This design comes from an exercise in tuning for small area and a short achievable clock period on the open sky130 flow, not from production work.
Function was not checked in any run shown here: the RTL went through the layout flow alone.

## flow/run.sh

```bash
#!/bin/bash
# The standard layout, with every input and output port buffered by a plain
# buffer cell instead of the one buffer_ports picks by default.
set -euo pipefail
export BUFFER_PORTS_ARGS="-buffer_cell sky130_fd_sc_hd__buf_2"
bash standard.sh > standard.log 2>&1
```

## standard.sh

```bash
#!/bin/bash
# synth_recipe.tcl (not shown) runs the flow's synth.tcl, then flattens the netlist and writes it again
# the make line also repeats each setting of config.mk as NAME=value (left out here)
make -C /OpenROAD-flow-scripts/flow DESIGN_CONFIG=/design/flow/config.mk WORK_HOME=/design/flow/orfs CLKGATE_MAP_FILE= SYNTH_SCRIPT=/design/flow/synth_recipe.tcl "${@:-finish}"
```

## config.mk

```make
export PLATFORM = sky130hd
export DESIGN_NAME = ic_line_codec
export DESIGN_NICKNAME = ic_line_codec
export VERILOG_FILES = /design/flow/design.v
export SDC_FILE = /design/flow/constraint.sdc
export NUM_CORES = 4
export LEC_CHECK = 0
export CAP_MARGIN = 20
export CORE_MARGIN = 2
export CORE_UTILIZATION = 40
export SLEW_MARGIN = 20
```

## constraint.sdc

```tcl
create_clock -name core_clock -period 6.0 [get_ports {clk}]
set_input_delay 1.2000 -clock core_clock [delete_from_list [all_inputs] [get_ports {clk}]]
set_output_delay 1.2000 -clock core_clock [all_outputs]
set_load 0.01 [all_outputs]
```

## design.v

```verilog
module ic_locate_net (
    input  wire [23:0]  synd,
    output wire [175:0] z
);
    wire p8 = synd[1] ^ synd[7];
    wire p9 = synd[2] ^ synd[7];
    wire p10 = synd[3] ^ synd[7];
    wire p11 = synd[0] ^ synd[6];
    wire p12 = synd[1] ^ synd[6];
    wire p13 = synd[7] ^ p12;
    wire p14 = synd[2] ^ synd[6];
    wire p15 = synd[7] ^ p14;
    wire p16 = synd[5] ^ synd[7];
    wire p17 = synd[0] ^ synd[5];
    wire p18 = synd[6] ^ p17;
    wire p19 = synd[1] ^ synd[5];
    wire p20 = synd[6] ^ synd[7];
    wire p21 = p19 ^ p20;
    wire p22 = synd[4] ^ synd[6];
    wire p23 = synd[4] ^ synd[5];
    wire p24 = synd[7] ^ p23;
    wire p25 = synd[0] ^ synd[4];
    wire p26 = synd[5] ^ synd[6];
    wire p27 = p25 ^ p26;
    wire p28 = synd[3] ^ synd[5];
    wire p29 = synd[7] ^ p28;
    wire p30 = synd[3] ^ synd[4];
    wire p31 = p20 ^ p30;
    wire p32 = synd[5] ^ p30;
    wire p33 = synd[2] ^ synd[4];
    wire p34 = p20 ^ p33;
    wire p35 = synd[2] ^ synd[3];
    wire p36 = p26 ^ p35;
    wire p37 = synd[4] ^ p35;
    wire p38 = synd[1] ^ synd[3];
    wire p39 = p26 ^ p38;
    wire p40 = synd[1] ^ synd[2];
    wire p41 = p23 ^ p40;
    wire p42 = p10 ^ p40;
    wire p43 = synd[0] ^ synd[2];
    wire p44 = p24 ^ p43;
    wire p45 = synd[0] ^ synd[1];
    wire p46 = p30 ^ p45;
    wire p47 = p14 ^ p45;
    wire p48 = synd[7] ^ p22;
    wire p49 = p38 ^ p48;
    wire p50 = p10 ^ p43;
    wire p51 = synd[5] ^ p45;
    wire p52 = synd[6] ^ p28;
    wire p53 = p43 ^ p52;
    wire p54 = p20 ^ p40;
    wire p55 = synd[7] ^ p25;
    wire p56 = synd[6] ^ p30;
    wire p57 = p45 ^ p56;
    wire p58 = p26 ^ p55;
    wire p59 = synd[2] ^ synd[5];
    wire p60 = synd[7] ^ p59;
    wire p61 = synd[3] ^ synd[6];
    wire p62 = p40 ^ p48;
    wire p63 = p23 ^ p35;
    wire p64 = synd[0] ^ synd[3];
    wire p65 = synd[7] ^ p26;
    wire p66 = p64 ^ p65;
    wire p67 = synd[1] ^ synd[4];
    wire p68 = p20 ^ p67;
    wire p69 = p23 ^ p43;
    wire p70 = p20 ^ p35;
    wire p71 = p45 ^ p70;
    wire p72 = p23 ^ p38;
    wire p73 = p26 ^ p33;
    wire p74 = p43 ^ p61;
    wire p75 = synd[6] ^ p23;
    wire p76 = p45 ^ p75;
    wire p77 = synd[3] ^ p40;
    wire p78 = p30 ^ p43;
    wire p79 = p45 ^ p48;
    wire p80 = synd[4] ^ synd[7];
    wire p81 = p35 ^ p80;
    wire p82 = synd[2] ^ p45;
    assign z[0] = synd[8] ^ synd[0];
    assign z[1] = synd[9] ^ synd[1];
    assign z[2] = synd[10] ^ synd[2];
    assign z[3] = synd[11] ^ synd[3];
    assign z[4] = synd[12] ^ synd[4];
    assign z[5] = synd[13] ^ synd[5];
    assign z[6] = synd[14] ^ synd[6];
    assign z[7] = synd[15] ^ synd[7];
    assign z[8] = synd[16] ^ synd[0];
    assign z[9] = synd[17] ^ synd[1];
    assign z[10] = synd[18] ^ synd[2];
    assign z[11] = synd[19] ^ synd[3];
    assign z[12] = synd[20] ^ synd[4];
    assign z[13] = synd[21] ^ synd[5];
    assign z[14] = synd[22] ^ synd[6];
    assign z[15] = synd[23] ^ synd[7];
    assign z[16] = synd[8] ^ synd[7];
    assign z[17] = synd[9] ^ synd[0];
    assign z[18] = synd[10] ^ p8;
    assign z[19] = synd[11] ^ p9;
    assign z[20] = synd[12] ^ p10;
    assign z[21] = synd[13] ^ synd[4];
    assign z[22] = synd[14] ^ synd[5];
    assign z[23] = synd[15] ^ synd[6];
    assign z[24] = synd[16] ^ synd[6];
    assign z[25] = synd[17] ^ synd[7];
    assign z[26] = synd[18] ^ p11;
    assign z[27] = synd[19] ^ p13;
    assign z[28] = synd[20] ^ p15;
    assign z[29] = synd[21] ^ p10;
    assign z[30] = synd[22] ^ synd[4];
    assign z[31] = synd[23] ^ synd[5];
    assign z[32] = synd[8] ^ synd[6];
    assign z[33] = synd[9] ^ synd[7];
    assign z[34] = synd[10] ^ p11;
    assign z[35] = synd[11] ^ p13;
    assign z[36] = synd[12] ^ p15;
    assign z[37] = synd[13] ^ p10;
    assign z[38] = synd[14] ^ synd[4];
    assign z[39] = synd[15] ^ synd[5];
    assign z[40] = synd[16] ^ synd[4];
    assign z[41] = synd[17] ^ synd[5];
    assign z[42] = synd[18] ^ p22;
    assign z[43] = synd[19] ^ p24;
    assign z[44] = synd[20] ^ p27;
    assign z[45] = synd[21] ^ p21;
    assign z[46] = synd[22] ^ p15;
    assign z[47] = synd[23] ^ p10;
    assign z[48] = synd[8] ^ synd[5];
    assign z[49] = synd[9] ^ synd[6];
    assign z[50] = synd[10] ^ p16;
    assign z[51] = synd[11] ^ p18;
    assign z[52] = synd[12] ^ p21;
    assign z[53] = synd[13] ^ p15;
    assign z[54] = synd[14] ^ p10;
    assign z[55] = synd[15] ^ synd[4];
    assign z[56] = synd[16] ^ p15;
    assign z[57] = synd[17] ^ p10;
    assign z[58] = synd[18] ^ p34;
    assign z[59] = synd[19] ^ p36;
    assign z[60] = synd[20] ^ p37;
    assign z[61] = synd[21] ^ p32;
    assign z[62] = synd[22] ^ p27;
    assign z[63] = synd[23] ^ p21;
    assign z[64] = synd[8] ^ synd[4];
    assign z[65] = synd[9] ^ synd[5];
    assign z[66] = synd[10] ^ p22;
    assign z[67] = synd[11] ^ p24;
    assign z[68] = synd[12] ^ p27;
    assign z[69] = synd[13] ^ p21;
    assign z[70] = synd[14] ^ p15;
    assign z[71] = synd[15] ^ p10;
    assign z[72] = synd[16] ^ p27;
    assign z[73] = synd[17] ^ p21;
    assign z[74] = synd[18] ^ p44;
    assign z[75] = synd[19] ^ p46;
    assign z[76] = synd[20] ^ p47;
    assign z[77] = synd[21] ^ p42;
    assign z[78] = synd[22] ^ p37;
    assign z[79] = synd[23] ^ p32;
    assign z[80] = synd[8] ^ p10;
    assign z[81] = synd[9] ^ synd[4];
    assign z[82] = synd[10] ^ p29;
    assign z[83] = synd[11] ^ p31;
    assign z[84] = synd[12] ^ p32;
    assign z[85] = synd[13] ^ p27;
    assign z[86] = synd[14] ^ p21;
    assign z[87] = synd[15] ^ p15;
    assign z[88] = synd[16] ^ p37;
    assign z[89] = synd[17] ^ p32;
    assign z[90] = synd[18] ^ p53;
    assign z[91] = synd[19] ^ p54;
    assign z[92] = synd[20] ^ p55;
    assign z[93] = synd[21] ^ p51;
    assign z[94] = synd[22] ^ p47;
    assign z[95] = synd[23] ^ p42;
    assign z[96] = synd[8] ^ p15;
    assign z[97] = synd[9] ^ p10;
    assign z[98] = synd[10] ^ p34;
    assign z[99] = synd[11] ^ p36;
    assign z[100] = synd[12] ^ p37;
    assign z[101] = synd[13] ^ p32;
    assign z[102] = synd[14] ^ p27;
    assign z[103] = synd[15] ^ p21;
    assign z[104] = synd[16] ^ p47;
    assign z[105] = synd[17] ^ p42;
    assign z[106] = synd[18] ^ p57;
    assign z[107] = synd[19] ^ p58;
    assign z[108] = synd[20] ^ p60;
    assign z[109] = synd[21] ^ p61;
    assign z[110] = synd[22] ^ p55;
    assign z[111] = synd[23] ^ p51;
    assign z[112] = synd[8] ^ p21;
    assign z[113] = synd[9] ^ p15;
    assign z[114] = synd[10] ^ p39;
    assign z[115] = synd[11] ^ p41;
    assign z[116] = synd[12] ^ p42;
    assign z[117] = synd[13] ^ p37;
    assign z[118] = synd[14] ^ p32;
    assign z[119] = synd[15] ^ p27;
    assign z[120] = synd[16] ^ p55;
    assign z[121] = synd[17] ^ p51;
    assign z[122] = synd[18] ^ p62;
    assign z[123] = synd[19] ^ p63;
    assign z[124] = synd[20] ^ p66;
    assign z[125] = synd[21] ^ p68;
    assign z[126] = synd[22] ^ p60;
    assign z[127] = synd[23] ^ p61;
    assign z[128] = synd[8] ^ p27;
    assign z[129] = synd[9] ^ p21;
    assign z[130] = synd[10] ^ p44;
    assign z[131] = synd[11] ^ p46;
    assign z[132] = synd[12] ^ p47;
    assign z[133] = synd[13] ^ p42;
    assign z[134] = synd[14] ^ p37;
    assign z[135] = synd[15] ^ p32;
    assign z[136] = synd[16] ^ p60;
    assign z[137] = synd[17] ^ p61;
    assign z[138] = synd[18] ^ p69;
    assign z[139] = synd[19] ^ p71;
    assign z[140] = synd[20] ^ p72;
    assign z[141] = synd[21] ^ p73;
    assign z[142] = synd[22] ^ p66;
    assign z[143] = synd[23] ^ p68;
    assign z[144] = synd[8] ^ p32;
    assign z[145] = synd[9] ^ p27;
    assign z[146] = synd[10] ^ p49;
    assign z[147] = synd[11] ^ p50;
    assign z[148] = synd[12] ^ p51;
    assign z[149] = synd[13] ^ p47;
    assign z[150] = synd[14] ^ p42;
    assign z[151] = synd[15] ^ p37;
    assign z[152] = synd[16] ^ p66;
    assign z[153] = synd[17] ^ p68;
    assign z[154] = synd[18] ^ p74;
    assign z[155] = synd[19] ^ p76;
    assign z[156] = synd[20] ^ p77;
    assign z[157] = synd[21] ^ p78;
    assign z[158] = synd[22] ^ p72;
    assign z[159] = synd[23] ^ p73;
    assign z[160] = synd[8] ^ p37;
    assign z[161] = synd[9] ^ p32;
    assign z[162] = synd[10] ^ p53;
    assign z[163] = synd[11] ^ p54;
    assign z[164] = synd[12] ^ p55;
    assign z[165] = synd[13] ^ p51;
    assign z[166] = synd[14] ^ p47;
    assign z[167] = synd[15] ^ p42;
    assign z[168] = synd[16] ^ p72;
    assign z[169] = synd[17] ^ p73;
    assign z[170] = synd[18] ^ p79;
    assign z[171] = synd[19] ^ p81;
    assign z[172] = synd[20] ^ p45;
    assign z[173] = synd[21] ^ p82;
    assign z[174] = synd[22] ^ p77;
    assign z[175] = synd[23] ^ p78;
endmodule
module ic_encoder (
    input  wire [63:0] data,
    output wire [23:0] check
);
    wire e64 = data[40] ^ data[41];
    wire e65 = data[59] ^ data[43];
    wire e66 = data[51] ^ e64;
    wire e67 = data[62] ^ data[19];
    wire e68 = data[55] ^ data[46];
    wire e69 = data[38] ^ data[6];
    wire e70 = data[60] ^ data[17];
    wire e71 = data[61] ^ data[21];
    wire e72 = data[54] ^ data[11];
    wire e73 = data[52] ^ e65;
    wire e74 = data[35] ^ data[23];
    wire e75 = data[47] ^ data[39];
    wire e76 = data[26] ^ data[16];
    wire e77 = data[53] ^ data[44];
    wire e78 = data[56] ^ data[25];
    wire e79 = data[49] ^ data[36];
    wire e80 = data[57] ^ data[24];
    wire e81 = data[42] ^ data[27];
    wire e82 = data[45] ^ data[30];
    wire e83 = data[28] ^ e66;
    wire e84 = data[58] ^ data[48];
    wire e85 = data[50] ^ data[7];
    wire e86 = data[63] ^ data[20];
    wire e87 = data[12] ^ data[14];
    wire e88 = data[5] ^ e73;
    wire e89 = data[31] ^ data[13];
    wire e90 = data[37] ^ e74;
    wire e91 = data[22] ^ e67;
    wire e92 = data[8] ^ e69;
    wire e93 = data[33] ^ e75;
    wire e94 = e70 ^ e81;
    wire e95 = e72 ^ e77;
    wire e96 = data[18] ^ e71;
    wire e97 = data[32] ^ data[2];
    wire e98 = data[34] ^ data[4];
    wire e99 = e76 ^ e80;
    wire e100 = data[10] ^ e68;
    wire e101 = e78 ^ e82;
    wire e102 = e83 ^ e86;
    wire e103 = data[9] ^ data[1];
    wire e104 = data[58] ^ data[3];
    wire e105 = data[28] ^ data[29];
    wire e106 = data[0] ^ e79;
    wire e107 = e84 ^ e87;
    wire e108 = e85 ^ e90;
    wire e109 = data[54] ^ e96;
    wire e110 = e88 ^ e93;
    wire e111 = data[18] ^ data[15];
    wire e112 = data[52] ^ data[42];
    wire e113 = data[53] ^ data[20];
    wire e114 = data[56] ^ data[12];
    wire e115 = data[9] ^ data[7];
    wire e116 = data[61] ^ data[5];
    wire e117 = e71 ^ e97;
    wire e118 = data[36] ^ e98;
    wire e119 = e97 ^ e104;
    wire e120 = e82 ^ e114;
    wire e121 = e69 ^ e79;
    wire e122 = data[29] ^ e85;
    wire e123 = data[0] ^ e76;
    wire e124 = e68 ^ e89;
    wire e125 = e67 ^ e87;
    wire e126 = data[59] ^ e66;
    wire e127 = data[32] ^ e91;
    wire e128 = data[13] ^ e106;
    wire e129 = e78 ^ e92;
    wire e130 = data[6] ^ e94;
    wire e131 = data[60] ^ e92;
    wire e132 = data[24] ^ e95;
    wire e133 = e80 ^ e107;
    wire e134 = data[15] ^ e99;
    wire e135 = data[25] ^ e83;
    wire e136 = data[37] ^ data[38];
    wire e137 = data[49] ^ data[19];
    wire e138 = data[51] ^ data[46];
    wire e139 = data[47] ^ data[33];
    wire e140 = data[48] ^ data[16];
    wire e141 = data[57] ^ data[62];
    wire e142 = data[22] ^ data[5];
    wire e143 = data[55] ^ data[17];
    wire e144 = data[37] ^ data[31];
    wire e145 = data[26] ^ data[31];
    wire e146 = data[39] ^ data[30];
    wire e147 = e68 ^ e111;
    wire e148 = data[19] ^ e112;
    wire e149 = data[23] ^ e70;
    wire e150 = data[34] ^ e103;
    wire e151 = e74 ^ e113;
    wire e152 = data[1] ^ e137;
    wire e153 = data[45] ^ e72;
    wire e154 = data[20] ^ e139;
    wire e155 = data[3] ^ e115;
    wire e156 = data[46] ^ e89;
    wire e157 = data[40] ^ e75;
    wire e158 = e84 ^ e98;
    wire e159 = data[41] ^ e105;
    wire e160 = data[35] ^ e77;
    wire e161 = data[38] ^ e116;
    wire e162 = data[14] ^ e99;
    wire e163 = e86 ^ e93;
    wire e164 = e73 ^ e100;
    wire e165 = e96 ^ e153;
    wire e166 = e118 ^ e119;
    wire e167 = data[10] ^ e95;
    wire e168 = e121 ^ e142;
    wire e169 = e95 ^ e105;
    wire e170 = data[50] ^ e124;
    wire e171 = e101 ^ e123;
    wire e172 = data[45] ^ e94;
    wire e173 = e122 ^ e146;
    wire e174 = data[12] ^ e108;
    wire e175 = e126 ^ e128;
    wire e176 = e91 ^ e130;
    wire e177 = e65 ^ e131;
    wire e178 = e154 ^ e166;
    wire e179 = e108 ^ e157;
    wire e180 = data[44] ^ e109;
    wire e181 = data[11] ^ e88;
    wire e182 = e133 ^ e145;
    wire e183 = e102 ^ e117;
    wire e184 = e110 ^ e155;
    wire e185 = e102 ^ e120;
    wire e186 = e72 ^ e135;
    wire e187 = data[39] ^ data[16];
    wire e188 = data[24] ^ data[7];
    wire e189 = data[44] ^ data[29];
    wire e190 = data[56] ^ data[21];
    wire e191 = data[63] ^ data[34];
    wire e192 = data[36] ^ data[23];
    wire e193 = data[57] ^ data[48];
    wire e194 = data[27] ^ data[10];
    wire e195 = data[57] ^ data[26];
    wire e196 = data[14] ^ data[15];
    wire e197 = data[43] ^ data[47];
    wire e198 = data[29] ^ data[13];
    wire e199 = data[43] ^ data[6];
    wire e200 = data[27] ^ data[18];
    wire e201 = data[49] ^ data[42];
    wire e202 = data[52] ^ data[43];
    wire e203 = data[25] ^ data[8];
    wire e204 = data[9] ^ data[10];
    wire e205 = data[50] ^ data[4];
    wire e206 = e84 ^ e187;
    wire e207 = data[8] ^ e85;
    wire e208 = e103 ^ e136;
    wire e209 = e87 ^ e188;
    wire e210 = data[9] ^ e138;
    wire e211 = data[35] ^ e71;
    wire e212 = e113 ^ e136;
    wire e213 = e70 ^ e98;
    wire e214 = e140 ^ e141;
    wire e215 = e143 ^ e191;
    wire e216 = data[58] ^ e65;
    wire e217 = e79 ^ e86;
    wire e218 = e68 ^ e141;
    wire e219 = e144 ^ e192;
    wire e220 = data[21] ^ e69;
    wire e221 = e103 ^ e193;
    wire e222 = data[1] ^ e74;
    wire e223 = e143 ^ e194;
    wire e224 = e78 ^ e195;
    wire e225 = data[60] ^ e81;
    wire e226 = e197 ^ e198;
    wire e227 = e75 ^ e80;
    wire e228 = e112 ^ e199;
    wire e229 = data[7] ^ e70;
    wire e230 = data[49] ^ e67;
    wire e231 = e84 ^ e138;
    wire e232 = e89 ^ e201;
    wire e233 = data[2] ^ e202;
    wire e234 = e203 ^ e204;
    wire e235 = data[61] ^ e76;
    wire e236 = e79 ^ e81;
    wire e237 = e82 ^ e89;
    wire e238 = e104 ^ e111;
    wire e239 = e64 ^ e76;
    wire e240 = e144 ^ e205;
    wire e241 = e147 ^ e206;
    wire e242 = e148 ^ e149;
    wire e243 = e207 ^ e208;
    wire e244 = e117 ^ e150;
    wire e245 = e151 ^ e209;
    wire e246 = data[3] ^ e93;
    wire e247 = e100 ^ e107;
    wire e248 = e90 ^ e148;
    wire e249 = e189 ^ e210;
    wire e250 = e100 ^ e118;
    wire e251 = e120 ^ e140;
    wire e252 = e211 ^ e212;
    wire e253 = e90 ^ e156;
    wire e254 = e190 ^ e213;
    wire e255 = e101 ^ e116;
    wire e256 = e216 ^ e217;
    wire e257 = e122 ^ e123;
    wire e258 = e218 ^ e219;
    wire e259 = e106 ^ e151;
    wire e260 = e220 ^ e221;
    wire e261 = e125 ^ e222;
    wire e262 = e64 ^ e101;
    wire e263 = e119 ^ e152;
    wire e264 = e77 ^ e91;
    wire e265 = e90 ^ e158;
    wire e266 = e196 ^ e224;
    wire e267 = e91 ^ e96;
    wire e268 = e100 ^ e121;
    wire e269 = e158 ^ e159;
    wire e270 = e160 ^ e225;
    wire e271 = e94 ^ e147;
    wire e272 = e161 ^ e226;
    wire e273 = e101 ^ e124;
    wire e274 = e125 ^ e159;
    wire e275 = e227 ^ e228;
    wire e276 = e161 ^ e200;
    wire e277 = e92 ^ e149;
    wire e278 = e230 ^ e231;
    wire e279 = e150 ^ e232;
    wire e280 = e66 ^ e160;
    wire e281 = e233 ^ e234;
    wire e282 = e73 ^ e115;
    wire e283 = e235 ^ e236;
    wire e284 = e237 ^ e238;
    wire e285 = e125 ^ e239;
    wire e286 = e127 ^ e129;
    wire e287 = e162 ^ e163;
    wire e288 = e242 ^ e243;
    wire e289 = e128 ^ e164;
    wire e290 = e244 ^ e245;
    wire e291 = e132 ^ e152;
    wire e292 = e246 ^ e247;
    wire e293 = e131 ^ e165;
    wire e294 = e248 ^ e249;
    wire e295 = e127 ^ e250;
    wire e296 = e251 ^ e252;
    wire e297 = e163 ^ e167;
    wire e298 = e168 ^ e214;
    wire e299 = e253 ^ e254;
    wire e300 = e133 ^ e165;
    wire e301 = e168 ^ e215;
    wire e302 = e169 ^ e255;
    wire e303 = e257 ^ e258;
    wire e304 = e88 ^ e170;
    wire e305 = e259 ^ e260;
    wire e306 = e171 ^ e223;
    wire e307 = e109 ^ e134;
    wire e308 = e156 ^ e262;
    wire e309 = e94 ^ e126;
    wire e310 = e129 ^ e162;
    wire e311 = e170 ^ e264;
    wire e312 = e109 ^ e172;
    wire e313 = e265 ^ e266;
    wire e314 = e88 ^ e134;
    wire e315 = e267 ^ e268;
    wire e316 = e269 ^ e270;
    wire e317 = e132 ^ e271;
    wire e318 = e273 ^ e274;
    wire e319 = e127 ^ e229;
    wire e320 = e132 ^ e171;
    wire e321 = e277 ^ e278;
    wire e322 = e83 ^ e129;
    wire e323 = e134 ^ e173;
    wire e324 = e130 ^ e173;
    wire e325 = e280 ^ e281;
    wire e326 = e167 ^ e282;
    wire e327 = e283 ^ e284;
    wire e328 = e164 ^ e169;
    wire e329 = e172 ^ e240;
    wire e330 = e174 ^ e175;
    wire e331 = e241 ^ e286;
    wire e332 = e175 ^ e287;
    wire e333 = e176 ^ e289;
    wire e334 = e177 ^ e291;
    wire e335 = e178 ^ e293;
    wire e336 = e295 ^ e296;
    wire e337 = e297 ^ e298;
    wire e338 = e179 ^ e300;
    wire e339 = e176 ^ e179;
    wire e340 = e256 ^ e302;
    wire e341 = e177 ^ e180;
    wire e342 = e304 ^ e305;
    wire e343 = e181 ^ e261;
    wire e344 = e110 ^ e174;
    wire e345 = e263 ^ e307;
    wire e346 = e178 ^ e309;
    wire e347 = e310 ^ e311;
    wire e348 = e102 ^ e312;
    wire e349 = e314 ^ e315;
    wire e350 = e272 ^ e317;
    wire e351 = e180 ^ e275;
    wire e352 = e182 ^ e276;
    wire e353 = e110 ^ e320;
    wire e354 = e181 ^ e279;
    wire e355 = e322 ^ e323;
    wire e356 = e182 ^ e324;
    wire e357 = e135 ^ e326;
    wire e358 = e285 ^ e328;
    wire e359 = e330 ^ e331;
    wire e360 = e288 ^ e332;
    wire e361 = e290 ^ e333;
    wire e362 = e183 ^ e292;
    wire e363 = e294 ^ e335;
    wire e364 = e184 ^ e336;
    wire e365 = e299 ^ e337;
    wire e366 = e301 ^ e338;
    wire e367 = e339 ^ e340;
    wire e368 = e185 ^ e303;
    wire e369 = e186 ^ e342;
    wire e370 = e183 ^ e306;
    wire e371 = e308 ^ e344;
    wire e372 = e346 ^ e347;
    wire e373 = e184 ^ e313;
    wire e374 = e316 ^ e349;
    wire e375 = e185 ^ e350;
    wire e376 = e318 ^ e351;
    wire e377 = e186 ^ e319;
    wire e378 = e321 ^ e353;
    wire e379 = e354 ^ e355;
    wire e380 = e325 ^ e356;
    wire e381 = e327 ^ e357;
    wire e382 = e329 ^ e358;
    wire e383 = e334 ^ e362;
    wire e384 = e341 ^ e368;
    wire e385 = e343 ^ e370;
    wire e386 = e345 ^ e371;
    wire e387 = e348 ^ e373;
    wire e388 = e352 ^ e377;
    assign check[16] = e359;
    assign check[17] = e360;
    assign check[18] = e361;
    assign check[19] = e383;
    assign check[20] = e363;
    assign check[21] = e364;
    assign check[22] = e365;
    assign check[23] = e366;
    assign check[8] = e367;
    assign check[9] = e384;
    assign check[10] = e369;
    assign check[11] = e385;
    assign check[12] = e386;
    assign check[13] = e372;
    assign check[14] = e387;
    assign check[15] = e374;
    assign check[0] = e375;
    assign check[1] = e376;
    assign check[2] = e388;
    assign check[3] = e378;
    assign check[4] = e379;
    assign check[5] = e380;
    assign check[6] = e381;
    assign check[7] = e382;
endmodule
module ic_syndrome (
    input  wire [87:0] word,
    output wire [23:0] synd
);
    wire x88 = word[82] ^ word[76];
    wire x89 = word[75] ^ word[68];
    wire x90 = word[84] ^ word[36];
    wire x91 = word[78] ^ word[30];
    wire x92 = word[69] ^ word[62];
    wire x93 = word[61] ^ word[55];
    wire x94 = word[81] ^ word[74];
    wire x95 = word[60] ^ word[54];
    wire x96 = word[77] ^ word[29];
    wire x97 = word[71] ^ word[23];
    wire x98 = word[47] ^ word[15];
    wire x99 = word[64] ^ word[22];
    wire x100 = word[57] ^ word[43];
    wire x101 = word[72] ^ word[58];
    wire x102 = word[51] ^ word[37];
    wire x103 = word[80] ^ word[66];
    wire x104 = word[73] ^ word[59];
    wire x105 = word[45] ^ word[31];
    wire x106 = word[67] ^ word[53];
    wire x107 = word[83] ^ x88;
    wire x108 = x89 ^ x92;
    wire x109 = word[39] ^ x94;
    wire x110 = word[70] ^ word[63];
    wire x111 = word[65] ^ word[44];
    wire x112 = word[50] ^ word[38];
    wire x113 = word[52] ^ word[46];
    wire x114 = word[48] ^ word[42];
    wire x115 = x99 ^ x100;
    wire x116 = x101 ^ x102;
    wire x117 = x103 ^ x105;
    wire x118 = x93 ^ x107;
    wire x119 = x95 ^ x109;
    wire x120 = word[86] ^ word[79];
    wire x121 = word[32] ^ word[26];
    wire x122 = word[20] ^ word[14];
    wire x123 = word[33] ^ word[27];
    wire x124 = word[40] ^ word[34];
    wire x125 = word[41] ^ word[35];
    wire x126 = x90 ^ x96;
    wire x127 = x91 ^ x97;
    wire x128 = x104 ^ x106;
    wire x129 = x121 ^ x122;
    wire x130 = word[21] ^ x123;
    wire x131 = word[28] ^ x124;
    wire x132 = x111 ^ x116;
    wire x133 = word[56] ^ word[49];
    wire x134 = word[87] ^ x98;
    wire x135 = word[85] ^ x112;
    wire x136 = x113 ^ x114;
    wire x137 = x98 ^ x108;
    wire x138 = x115 ^ x117;
    wire x139 = word[63] ^ x129;
    wire x140 = x108 ^ x119;
    wire x141 = word[80] ^ word[56];
    wire x142 = word[72] ^ word[0];
    wire x143 = word[81] ^ word[73];
    wire x144 = word[65] ^ word[49];
    wire x145 = word[57] ^ word[17];
    wire x146 = word[82] ^ word[50];
    wire x147 = word[58] ^ word[18];
    wire x148 = word[83] ^ word[75];
    wire x149 = word[59] ^ word[43];
    wire x150 = word[51] ^ word[11];
    wire x151 = word[60] ^ word[12];
    wire x152 = word[52] ^ word[4];
    wire x153 = word[85] ^ word[5];
    wire x154 = word[69] ^ word[37];
    wire x155 = word[61] ^ word[13];
    wire x156 = word[70] ^ word[62];
    wire x157 = word[46] ^ word[14];
    wire x158 = word[38] ^ word[6];
    wire x159 = word[79] ^ word[31];
    wire x160 = word[84] ^ word[1];
    wire x161 = word[36] ^ word[29];
    wire x162 = word[24] ^ word[30];
    wire x163 = word[23] ^ word[15];
    wire x164 = word[47] ^ word[7];
    wire x165 = word[16] ^ x141;
    wire x166 = word[25] ^ x144;
    wire x167 = word[10] ^ x146;
    wire x168 = word[19] ^ x149;
    wire x169 = word[44] ^ x90;
    wire x170 = word[86] ^ x91;
    wire x171 = word[78] ^ x120;
    wire x172 = x89 ^ x120;
    wire x173 = x110 ^ x163;
    wire x174 = word[66] ^ x95;
    wire x175 = word[71] ^ x135;
    wire x176 = word[3] ^ x134;
    wire x177 = x113 ^ x117;
    wire x178 = x127 ^ x128;
    wire x179 = word[70] ^ x130;
    wire x180 = x131 ^ x136;
    wire x181 = x125 ^ x126;
    wire x182 = word[22] ^ x130;
    wire x183 = word[54] ^ x118;
    wire x184 = word[2] ^ x138;
    wire x185 = x119 ^ x172;
    wire x186 = x131 ^ x182;
    wire x187 = x137 ^ x183;
    wire x188 = word[87] ^ x140;
    wire x189 = word[64] ^ word[48];
    wire x190 = word[40] ^ word[32];
    wire x191 = word[24] ^ word[8];
    wire x192 = word[41] ^ word[33];
    wire x193 = word[9] ^ word[1];
    wire x194 = word[74] ^ word[66];
    wire x195 = word[42] ^ word[34];
    wire x196 = word[26] ^ word[2];
    wire x197 = word[67] ^ word[35];
    wire x198 = word[27] ^ word[3];
    wire x199 = word[76] ^ word[68];
    wire x200 = word[28] ^ word[20];
    wire x201 = word[53] ^ word[45];
    wire x202 = word[54] ^ word[22];
    wire x203 = word[63] ^ word[55];
    wire x204 = word[39] ^ word[7];
    wire x205 = word[50] ^ word[0];
    wire x206 = word[83] ^ word[85];
    wire x207 = word[76] ^ word[77];
    wire x208 = word[55] ^ word[8];
    wire x209 = word[52] ^ word[16];
    wire x210 = word[61] ^ word[46];
    wire x211 = word[17] ^ word[23];
    wire x212 = word[87] ^ word[32];
    wire x213 = word[25] ^ word[30];
    wire x214 = word[18] ^ word[11];
    wire x215 = word[40] ^ word[33];
    wire x216 = word[38] ^ word[26];
    wire x217 = word[82] ^ word[48];
    wire x218 = word[41] ^ word[47];
    wire x219 = word[34] ^ word[27];
    wire x220 = word[42] ^ word[35];
    wire x221 = word[28] ^ word[21];
    wire x222 = word[81] ^ word[77];
    wire x223 = word[73] ^ word[67];
    wire x224 = word[44] ^ word[39];
    wire x225 = word[49] ^ word[8];
    wire x226 = word[64] ^ word[65];
    wire x227 = word[10] ^ word[4];
    wire x228 = word[72] ^ word[45];
    wire x229 = word[29] ^ word[5];
    wire x230 = word[75] ^ word[67];
    wire x231 = word[69] ^ word[36];
    wire x232 = word[12] ^ word[6];
    wire x233 = word[80] ^ word[74];
    wire x234 = word[68] ^ word[53];
    wire x235 = word[37] ^ word[31];
    wire x236 = x142 ^ x189;
    wire x237 = x190 ^ x191;
    wire x238 = x143 ^ x145;
    wire x239 = x192 ^ x193;
    wire x240 = x147 ^ x194;
    wire x241 = x195 ^ x196;
    wire x242 = x148 ^ x150;
    wire x243 = x197 ^ x198;
    wire x244 = x151 ^ x152;
    wire x245 = x199 ^ x200;
    wire x246 = word[21] ^ x96;
    wire x247 = x153 ^ x154;
    wire x248 = x155 ^ x201;
    wire x249 = x156 ^ x157;
    wire x250 = x158 ^ x202;
    wire x251 = x97 ^ x159;
    wire x252 = x203 ^ x204;
    wire x253 = x110 ^ x205;
    wire x254 = x92 ^ x110;
    wire x255 = x160 ^ x206;
    wire x256 = x207 ^ x208;
    wire x257 = word[9] ^ x104;
    wire x258 = x161 ^ x209;
    wire x259 = x106 ^ x161;
    wire x260 = x162 ^ x210;
    wire x261 = x104 ^ x112;
    wire x262 = x152 ^ x212;
    wire x263 = x213 ^ x214;
    wire x264 = word[19] ^ x151;
    wire x265 = x153 ^ x215;
    wire x266 = word[20] ^ x155;
    wire x267 = x158 ^ x217;
    wire x268 = x218 ^ x219;
    wire x269 = x106 ^ x133;
    wire x270 = x157 ^ x164;
    wire x271 = x220 ^ x221;
    wire x272 = word[43] ^ x91;
    wire x273 = x114 ^ x133;
    wire x274 = x142 ^ x148;
    wire x275 = x154 ^ x159;
    wire x276 = word[15] ^ x88;
    wire x277 = x93 ^ x100;
    wire x278 = x102 ^ x105;
    wire x279 = x133 ^ x160;
    wire x280 = x223 ^ x224;
    wire x281 = x90 ^ x225;
    wire x282 = word[9] ^ x101;
    wire x283 = x93 ^ x94;
    wire x284 = x111 ^ x112;
    wire x285 = x88 ^ x103;
    wire x286 = x125 ^ x145;
    wire x287 = x150 ^ x228;
    wire x288 = x96 ^ x97;
    wire x289 = x99 ^ x110;
    wire x290 = x125 ^ x143;
    wire x291 = x147 ^ x162;
    wire x292 = x230 ^ x231;
    wire x293 = word[13] ^ x114;
    wire x294 = x156 ^ x164;
    wire x295 = x233 ^ x234;
    wire x296 = x165 ^ x236;
    wire x297 = x166 ^ x238;
    wire x298 = x167 ^ x240;
    wire x299 = x168 ^ x242;
    wire x300 = x169 ^ x244;
    wire x301 = x246 ^ x247;
    wire x302 = x170 ^ x249;
    wire x303 = x134 ^ x251;
    wire x304 = x115 ^ x126;
    wire x305 = x127 ^ x254;
    wire x306 = x255 ^ x256;
    wire x307 = x171 ^ x257;
    wire x308 = x115 ^ x167;
    wire x309 = x211 ^ x259;
    wire x310 = x126 ^ x173;
    wire x311 = x261 ^ x262;
    wire x312 = x109 ^ x216;
    wire x313 = x264 ^ x265;
    wire x314 = x128 ^ x266;
    wire x315 = x267 ^ x268;
    wire x316 = x269 ^ x270;
    wire x317 = x169 ^ x174;
    wire x318 = x222 ^ x272;
    wire x319 = x273 ^ x274;
    wire x320 = x135 ^ x171;
    wire x321 = x276 ^ x277;
    wire x322 = x278 ^ x279;
    wire x323 = x116 ^ x170;
    wire x324 = x129 ^ x136;
    wire x325 = x174 ^ x226;
    wire x326 = x128 ^ x165;
    wire x327 = x227 ^ x283;
    wire x328 = x173 ^ x229;
    wire x329 = x285 ^ x286;
    wire x330 = x232 ^ x288;
    wire x331 = x289 ^ x290;
    wire x332 = x291 ^ x292;
    wire x333 = x107 ^ x127;
    wire x334 = x166 ^ x168;
    wire x335 = x235 ^ x293;
    wire x336 = x294 ^ x295;
    wire x337 = x237 ^ x296;
    wire x338 = x239 ^ x297;
    wire x339 = x241 ^ x298;
    wire x340 = x243 ^ x299;
    wire x341 = x245 ^ x300;
    wire x342 = x248 ^ x301;
    wire x343 = x250 ^ x302;
    wire x344 = x252 ^ x303;
    wire x345 = x253 ^ x304;
    wire x346 = x132 ^ x305;
    wire x347 = x175 ^ x258;
    wire x348 = x132 ^ x176;
    wire x349 = x260 ^ x308;
    wire x350 = x132 ^ x138;
    wire x351 = x263 ^ x310;
    wire x352 = x132 ^ x177;
    wire x353 = x178 ^ x312;
    wire x354 = x177 ^ x314;
    wire x355 = x118 ^ x271;
    wire x356 = x139 ^ x175;
    wire x357 = x275 ^ x317;
    wire x358 = x318 ^ x319;
    wire x359 = x179 ^ x280;
    wire x360 = x320 ^ x321;
    wire x361 = x139 ^ x180;
    wire x362 = x281 ^ x323;
    wire x363 = x118 ^ x176;
    wire x364 = x178 ^ x179;
    wire x365 = x181 ^ x282;
    wire x366 = x324 ^ x325;
    wire x367 = x137 ^ x139;
    wire x368 = x284 ^ x326;
    wire x369 = x287 ^ x328;
    wire x370 = x118 ^ x180;
    wire x371 = x330 ^ x331;
    wire x372 = x181 ^ x333;
    wire x373 = x334 ^ x335;
    wire x374 = x306 ^ x346;
    wire x375 = x184 ^ x307;
    wire x376 = x185 ^ x309;
    wire x377 = x348 ^ x349;
    wire x378 = x311 ^ x350;
    wire x379 = x313 ^ x352;
    wire x380 = x185 ^ x315;
    wire x381 = x316 ^ x355;
    wire x382 = x356 ^ x357;
    wire x383 = x322 ^ x359;
    wire x384 = x184 ^ x361;
    wire x385 = x363 ^ x364;
    wire x386 = x365 ^ x366;
    wire x387 = x186 ^ x327;
    wire x388 = x367 ^ x368;
    wire x389 = x140 ^ x186;
    wire x390 = x329 ^ x369;
    wire x391 = x332 ^ x370;
    wire x392 = x336 ^ x372;
    wire x393 = x187 ^ x345;
    wire x394 = x187 ^ x347;
    wire x395 = x376 ^ x377;
    wire x396 = x351 ^ x378;
    wire x397 = x353 ^ x379;
    wire x398 = x354 ^ x380;
    wire x399 = x188 ^ x381;
    wire x400 = x358 ^ x382;
    wire x401 = x360 ^ x383;
    wire x402 = x188 ^ x362;
    wire x403 = x385 ^ x386;
    wire x404 = x387 ^ x388;
    wire x405 = x389 ^ x390;
    wire x406 = x371 ^ x391;
    wire x407 = x373 ^ x392;
    wire x408 = x375 ^ x394;
    wire x409 = x384 ^ x402;
    assign synd[0] = x337;
    assign synd[1] = x338;
    assign synd[2] = x339;
    assign synd[3] = x340;
    assign synd[4] = x341;
    assign synd[5] = x342;
    assign synd[6] = x343;
    assign synd[7] = x344;
    assign synd[8] = x393;
    assign synd[9] = x374;
    assign synd[10] = x408;
    assign synd[11] = x395;
    assign synd[12] = x396;
    assign synd[13] = x397;
    assign synd[14] = x398;
    assign synd[15] = x399;
    assign synd[16] = x400;
    assign synd[17] = x401;
    assign synd[18] = x409;
    assign synd[19] = x403;
    assign synd[20] = x404;
    assign synd[21] = x405;
    assign synd[22] = x406;
    assign synd[23] = x407;
endmodule
module ic_locate (
    input  wire [23:0] synd,      
    output wire [10:0] hit,       
    output wire        nz         
);
    wire [175:0] z;
    wire         nz0 = |synd[7:0];
    ic_locate_net u_net (.synd(synd), .z(z));
    genvar s;
    generate
        for (s = 0; s < 11; s = s + 1) begin : g_sym
            assign hit[s] = nz0 & ~|z[16*(10-s) +: 16];
        end
    endgenerate
    assign nz = |synd;
endmodule
module ic_decoder (
    input  wire [87:0] word,
    input  wire [7:0]  s0,        
    input  wire [10:0] hit,       
    input  wire        nz,        
    output wire [87:0] fixed,     
    output wire        ce,        
    output wire        ue,        
    output wire [3:0]  sym        
);
    genvar s;
    generate
        for (s = 0; s < 11; s = s + 1) begin : g_sym
            assign fixed[87-8*s -: 8] = word[87-8*s -: 8] ^ ({8{hit[s]}} & s0);
        end
    endgenerate
    assign ce     = |hit;
    assign sym[0] = hit[1] | hit[3] | hit[5] | hit[7] | hit[9];
    assign sym[1] = hit[2] | hit[3] | hit[6] | hit[7] | hit[10];
    assign sym[2] = hit[4] | hit[5] | hit[6] | hit[7];
    assign sym[3] = hit[8] | hit[9] | hit[10];
    assign ue     = nz & ~ce;
endmodule
module ic_line_codec (
    input  wire         clk,
    input  wire         rst,             
    input  wire         rd_valid,
    input  wire [351:0] rd_line,         
    output wire         rd_out_valid,
    output wire [351:0] rd_out_line,     
    output wire [3:0]   rd_out_ce,
    output wire [3:0]   rd_out_ue,
    output wire [15:0]  rd_out_sym,      
    input  wire         wr_valid,
    input  wire [255:0] wr_data,         
    output reg          wr_out_valid,
    output reg  [95:0]  wr_out_check     
);
    wire [95:0] synd;
    wire [43:0] hit;
    wire [3:0]  nz;
    wire [95:0] check;
    reg         rd_v_q;
    reg [351:0] rd_line_q;
    reg [31:0]  s0_q;
    reg [43:0]  hit_q;
    reg [3:0]   nz_q;
    genvar l;
    generate
        for (l = 0; l < 4; l = l + 1) begin : g_lane
            ic_syndrome u_syn (
                .word (rd_line[88*l +: 88]),
                .synd (synd[24*l +: 24])
            );
            ic_locate u_loc (
                .synd (synd[24*l +: 24]),
                .hit  (hit[11*l +: 11]),
                .nz   (nz[l])
            );
            ic_decoder u_dec (
                .word  (rd_line_q[88*l +: 88]),
                .s0    (s0_q[8*l +: 8]),
                .hit   (hit_q[11*l +: 11]),
                .nz    (nz_q[l]),
                .fixed (rd_out_line[88*l +: 88]),
                .ce    (rd_out_ce[l]),
                .ue    (rd_out_ue[l]),
                .sym   (rd_out_sym[4*l +: 4])
            );
            ic_encoder u_enc (
                .data  (wr_data[64*l +: 64]),
                .check (check[24*l +: 24])
            );
            always @(posedge clk)
                s0_q[8*l +: 8] <= synd[24*l +: 8];
        end
    endgenerate
    always @(posedge clk) begin
        if (rst) begin
            rd_v_q       <= 1'b0;
            wr_out_valid <= 1'b0;
        end else begin
            rd_v_q       <= rd_valid;
            wr_out_valid <= wr_valid;
        end
        rd_line_q    <= rd_line;
        hit_q        <= hit;
        nz_q         <= nz;
        wr_out_check <= check;
    end
    assign rd_out_valid = rd_v_q;
endmodule
```

==> metrics.cfg, run 1 <==
[outcome]
run_status = no timing/DRC/antenna violations

[drt]
drt_iter0_drc = 5012
wl_per_cell_um = 28.1
vias = 42747
drc = 0
via_per_inst = 5.26
first_pass_iters = 6
routed_wl_mm = 228
ant_nets = 0

[floorplan]
fp.dieArea_mm2 = 0.132
die_w_um = 363
row_count = 131
ios = 1086
die_h_um = 363
core_mm2 = 0.128
start_util = 0.403

[synthesis]
synthAdderAreaFrac = 0
syn-num-nets = 5957
netlist.area_leader.share = 0.410
synth-compound-area-share = 0.0266
yosys.area_share.simple = 0.0973
synth-xor-area-share = 0.644
yosys_warnings = 1
yosysTopAreaCell = xnor2_1
syn_avg_cell_area_um2 = 9.63
synth_top_family_by_area = XOR/XNOR gates
synthFlopType = dfxtp_1
async_flop_share = 0
synth_cell_types = 67
syn_inst = 5345
synth_edf_count = 0
yosys-top-cells-area = xnor2_1 (41%), dfxtp_1 (21%), xor2_1 (10%)
synth.area.mux_share = 0.00595
ys_ff_latch = 530
syn-cell-area_mm2 = 0.0515
ys_seq_area_frac = 0.206

[sta]
fin_setup_tns_ns = 0
grt_setup_unrepaired = false
finalHoldViolCount = 0
finalCritPeriodShare = 0.778
whs_ns = 0.665
min_period_ns = 4.67
drv_slew = 0
worst_slew_pin_slew_ns = 1.21
fin_ws_ns = 1.33
max-slew-margin-rel = 0.192
setup_viol = 0
max_freq_ghz = 0.214

[global_route]
grt_pass1_wl_mm = 316
antenna_found_initial = 55
grt_usage = 0.335
grt_overflow_total = 0
grt_max_degree = 30
grt_pass1_vias = 41799

[final_layout]
layout.nets = 7004
mostFrequentLayoutCells = xnor2_1 (2409), buf_2 (1085), xor2_1 (613)
drive_above_1_share = 0.219
utilization = 0.480
area_growth_pct = 19.1
layout_commonest_cell = xnor2_1

[worst_setup_path]
cp_max_fo = 12
startpoint_type = input pin
cp-end-kind = flip-flop
arrival_ns = 5.18
worstSetupPathType = in -> reg
startpoint = rd_line[347]
crit_required_ns = 6.51

[cts]
clockBufferDepth = 3
cts.sinks = 530
cts_tree = yes
clockRootBuffer = clkbuf_16
cts_resized = 0
htree_levels = 3
postCtsSetupRepairBufs = 0
numCtsBuffers = 70
cts_hold_buf = 0
path_clk_slew_ns = 0.06

[placement]
pre_cts_ws_ns = 0.806
portBuffers = 1085
place_congestion = 1.02
dp_hpwl_mm = 187

[worst_hold_path]
hp-start = rd_line[90]
hold_path_class = in -> reg

[job]
drv_cap = 0

metal layers:
layer  global-route usage  up-vias  wire length [um]  part of all wire
met3               0.0697      462             21400             0.093
met5                    0        -               266            0.0012
met2                0.531     2361            103000              0.45
met1                0.448    20638             95200              0.42
li1                     -    19244                 -                 -
met4                0.118       42              9030             0.040
state kept, by name, indices dropped and copies added (netlist names):
name          cells
s0_q             32
rd_line_q       352
rd_v_q            1
wr_out_check     96
wr_out_valid      1
nz_q              4
hit_q            44
critical path: stages:
cell and delay [ns]:
buf_2 0.28, xor2_1 0.14, xnor2_1 0.52, xnor3_1 0.79
clkinv_1 0.44, nor4_1 0.32, and3_1 0.55, nand2_1 0.09
or3_1 0.32, or4_1 0.51
path summary, 6_finish.rpt:
path | to | slack [ns] | depth (start not counted)
hold / removal | rd_line_q[90] | 0.67 | 1
setup / recovery | nz_q[3] | 1.33 | 10
per-stage QoR:
step                      cells  instance area (um^2)
after floorplan            5345                 51500
after global placement     7982                 58900
after detailed placement   7982                 58900
after CTS                  8105                 61300
after global routing       8114                 61300
final                      8127                 61300
cell families after synthesis:
family / count (synthesis)
buffers and inverters: 250
multiplexers: 30
XOR/XNOR: 3324
AO/OA/AOI/OAI: 190
flip-flops: 530
AND/OR/NAND/NOR: 1021
cells in the mapped netlist, types with 19 or more instances:
cell / count
a2111oi_0: 23
a21oi_1: 26
and3_1: 66
buf_2: 31
clkbuf_1: 173
dfxtp_1: 530
mux2i_1: 25
nand2_1: 431
nand2b_1: 34
nand3_1: 57
nand3b_1: 24
nor2_1: 96
nor2b_1: 20
nor3_1: 95
nor3b_1: 32
nor4_1: 59
o2111ai_1: 24
o211ai_1: 19
o21ai_0: 34
or3_1: 33
xnor2_1: 2410
xnor2_2: 30
xnor3_1: 221
xor2_1: 613
xor3_1: 19
area by class of cell:
cell class / instances / area [um^2]
Clock buffer: 86 / 1900
Inverter: 24 / 90.1
Sequential cell: 530 / 10600
Tap cell: 1662 / 2080
Timing Repair Buffer: 1201 / 6300
Multi-Input combinational cell: 4565 / 39800
Clock inverter: 37 / 420
Fill cell: 12328 / 66400
Antenna cell: 22 / 55.1
==> run 2: changes to the inputs <==
--- a/config.mk
+++ b/config.mk
@@ -8,4 +8,5 @@
 export CAP_MARGIN = 20
 export CORE_MARGIN = 2
 export CORE_UTILIZATION = 40
+export SETUP_SLACK_MARGIN = 2.8
 export SLEW_MARGIN = 20
==> run 2 against run 1 <==
Effect of this change:
- final cell count increased by 9.3%
- worst hold slack worse by 0.064 ns
- critical path type unchanged
- non-clock buffer count rose by 747
- still clean
- highest routed layer unchanged
- synthesized cell count is the same
- critical path depth did not move
- global-route usage is 2.9 points higher
- via count grew 13%
- setup slack improved by 0.87 ns
==> metrics.cfg, run 2 <==
[job]
drv_cap = 0

[floorplan]
ios = 1086
fp.dieArea_mm2 = 0.132
start_util = 0.403
core_mm2 = 0.128
die_w_um = 363
row_count = 131
die_h_um = 363

[worst_hold_path]
holdPathEnd = rd_line_q[19]
hold_path_class = in -> reg
hp-start = rd_line[19]
worstHoldPathCells = 1

[sta]
drv_slew = 0
min_period_ns = 3.80
finalHoldViolCount = 0
worst_slew_pin_slew_ns = 0.900
max-slew-margin-rel = 0.398
finalCritPeriodShare = 0.634
fin_ws_ns = 2.20
max_freq_ghz = 0.263
setup_viol = 0
grt_setup_unrepaired = true
fin_setup_tns_ns = 0

[final_layout]
drive_above_1_share = 0.425
layout.nets = 7767
layout_commonest_cell = xnor2_1
largest_reg_flops = 352
final-seq-area_mm2 = 0.0107
largest_register = rd_line_q
instances_no_fill = 8884
multiInputGateArea_mm2 = 0.0486
mostFrequentLayoutCells = xnor2_1 (1968), buf_2 (898), buf_4 (674)
largest_registers = rd_line_q x352, wr_out_check x96, hit_q x44
area_growth_pct = 53.3
fill_cells = 9957

[placement]
pre_cts_ws_ns = 0.826
portBuffers = 1085
place_congestion = 1.01
dp_hpwl_mm = 185
numPlacedInstances = 7940

[global_route]
grtUsageMet1 = 0.431
grt_usage = 0.364
grt_use_met2 = 0.593
grt-busiest-layer = met2
grt_max_degree = 28
met3_usage = 0.101
grt_overflow_total = 0
grt_pass1_vias = 46925
antenna_found_initial = 35
grt_pass1_wl_mm = 344

[worst_setup_path]
cp-end-kind = flip-flop
arrival_ns = 4.35
crit_required_ns = 6.54
startpoint_type = input pin
cp_max_fo = 3
worstSetupPathType = in -> reg

[cts]
htree_levels = 3
path_clk_slew_ns = 0.07
clockBufferDepth = 3
clockRootBuffer = clkbuf_16
cts_tree = yes
cts_hold_buf = 0
cts.sinks = 530
numCtsBuffers = 68

[synthesis]
syn-cell-area_mm2 = 0.0515
async_flop_share = 0
synth_edf_count = 0
synth_most_common_cell = xnor2_1
syn-num-nets = 5957
yosys_warnings = 1
yosys-top-cells-area = xnor2_1 (41%), dfxtp_1 (21%), xor2_1 (10%)
ys_seq_area_frac = 0.206
syn_avg_cell_area_um2 = 9.63
synthFlopType = dfxtp_1
netlist.area_leader.share = 0.410
synth_cell_types = 67
ys_ff_latch = 530
synthTopCellsByCount = xnor2_1 (2410), xor2_1 (613), dfxtp_1 (530)
yosysTopAreaCell = xnor2_1
syn_inst = 5345

[drt]
via_per_inst = 5.45
drc = 0
first_pass_iters = 6
drt_iter0_drc = 4980
wl_per_cell_um = 29.1
ant_nets = 0
vias = 48439
routed_wl_mm = 259

[outcome]
run_status = no timing/DRC/antenna violations

[run 2: cell types whose count changed in the layout (fill, tap and decap cells not counted), sizes merged]
cell / delta
clkinv: -8
clkinvlp: +2
and2: +1
diode: -10
buf: +726
xnor3: +9
clkbuf: +29
bufinv: +1
xnor2: +7
[run 2: area by class of cell]
| class | count | area share |
|---|---|---|
| clock buffer | 94 | 0.0247 |
| clock inverter | 31 | 0.00531 |
| timing repair buffer | 1948 | 0.190 |
| antenna | 12 | 0.000380 |
| tap | 1662 | 0.0263 |
| timing repair inverter | 1 | 0.000111 |
| inverter | 24 | 0.00170 |
| multi-input combinational | 4582 | 0.616 |
| sequential | 530 | 0.136 |
[run 2: per-stage QoR]
step                       util  area [um^2]  hold WS (ns)
after floorplan               -        53800          1.23
after global placement    0.474        60500          1.35
after detailed placement  0.474        60500          1.36
after CTS                 0.578        73700         0.619
after global routing      0.618        78900         0.596
final                     0.618        78900         0.601
[run 2: routing by layer]
metal / routed length, um / up-vias
met5: 343 / -
met4: 19300 / 34
met3: 28300 / 1046
met2: 118000 / 3343
met1: 92400 / 23225
li1: - / 20791
[run 2: repair_timing]
action,CTS,global route
buffers inserted,566,223
pin swaps,396,347
cloned,14,4
setup endpoints to repair,203,82
resized for setup,1019,596
[run 2: critical path, cell delays in order]
cell and delay (ns):
buf_12 0.11, xnor2_4 0.19, xnor3_1 0.48, xnor3_1 0.40, xnor3_4 0.39, xnor2_2 0.18
or3_4 0.40, a2111oi_4 0.33, o211ai_1 0.19, a2111oi_2 0.47
[run 2: worst max-delay path by stage]
stage                 start   endpoint  cells past startpoint
2_1_floorplan  rd_line[256]  hit_q[30]                      9
3_3_place_gp   rd_line[214]  hit_q[30]                     10
3_5_place_dp    rd_line[22]   hit_q[1]                     10
4_1_cts        rd_line[261]  hit_q[30]                     10
5_1_grt        rd_line[198]  hit_q[30]                     10
6_report       rd_line[198]  hit_q[30]                     10
[run 2: logic make-up after synthesis]
group | after synthesis | share of synthesized area
XOR/XNOR | 3324 | 0.644
AND/OR/NAND/NOR | 1021 | 0.0973
flip-flops | 530 | 0.206
buffers and inverters | 250 | 0.0200
AO/OA/AOI/OAI | 190 | 0.0266
multiplexers | 30 | 0.00595

==> port drivers added, routing unchanged <==
The flow's constraints put no driver on any port. The routed layouts listed below were extracted and timed again, unchanged, in two steps. Step 1, drivers: a clkbuf_16 drives clk and a buf_2 each remaining input, both assumed. Step 2, shift: input delay + t, output delay - t, t = (earliest + latest rising clock arrival at the registers) / 2. This alone moves slack from input paths to output paths. a / b / c = no drivers / after step 1 / after step 2; a / b = the first two.
run	t, ns	setup slack, ns	hold WS [ns]	worst data-port slew with drivers (ns)
run 1	0.748	1.330 / 1.336 / 0.587	0.665 / 0.613 / 1.362	0.25
run 2	0.764	2.197 / 2.233 / 1.468	0.601 / 0.573 / 1.338	0.14
After both steps every run listed still meets setup and hold. For run 1, which loses most, drivers alone change the setup slack by +0.006 ns; drivers and shift together by -0.743 ns.
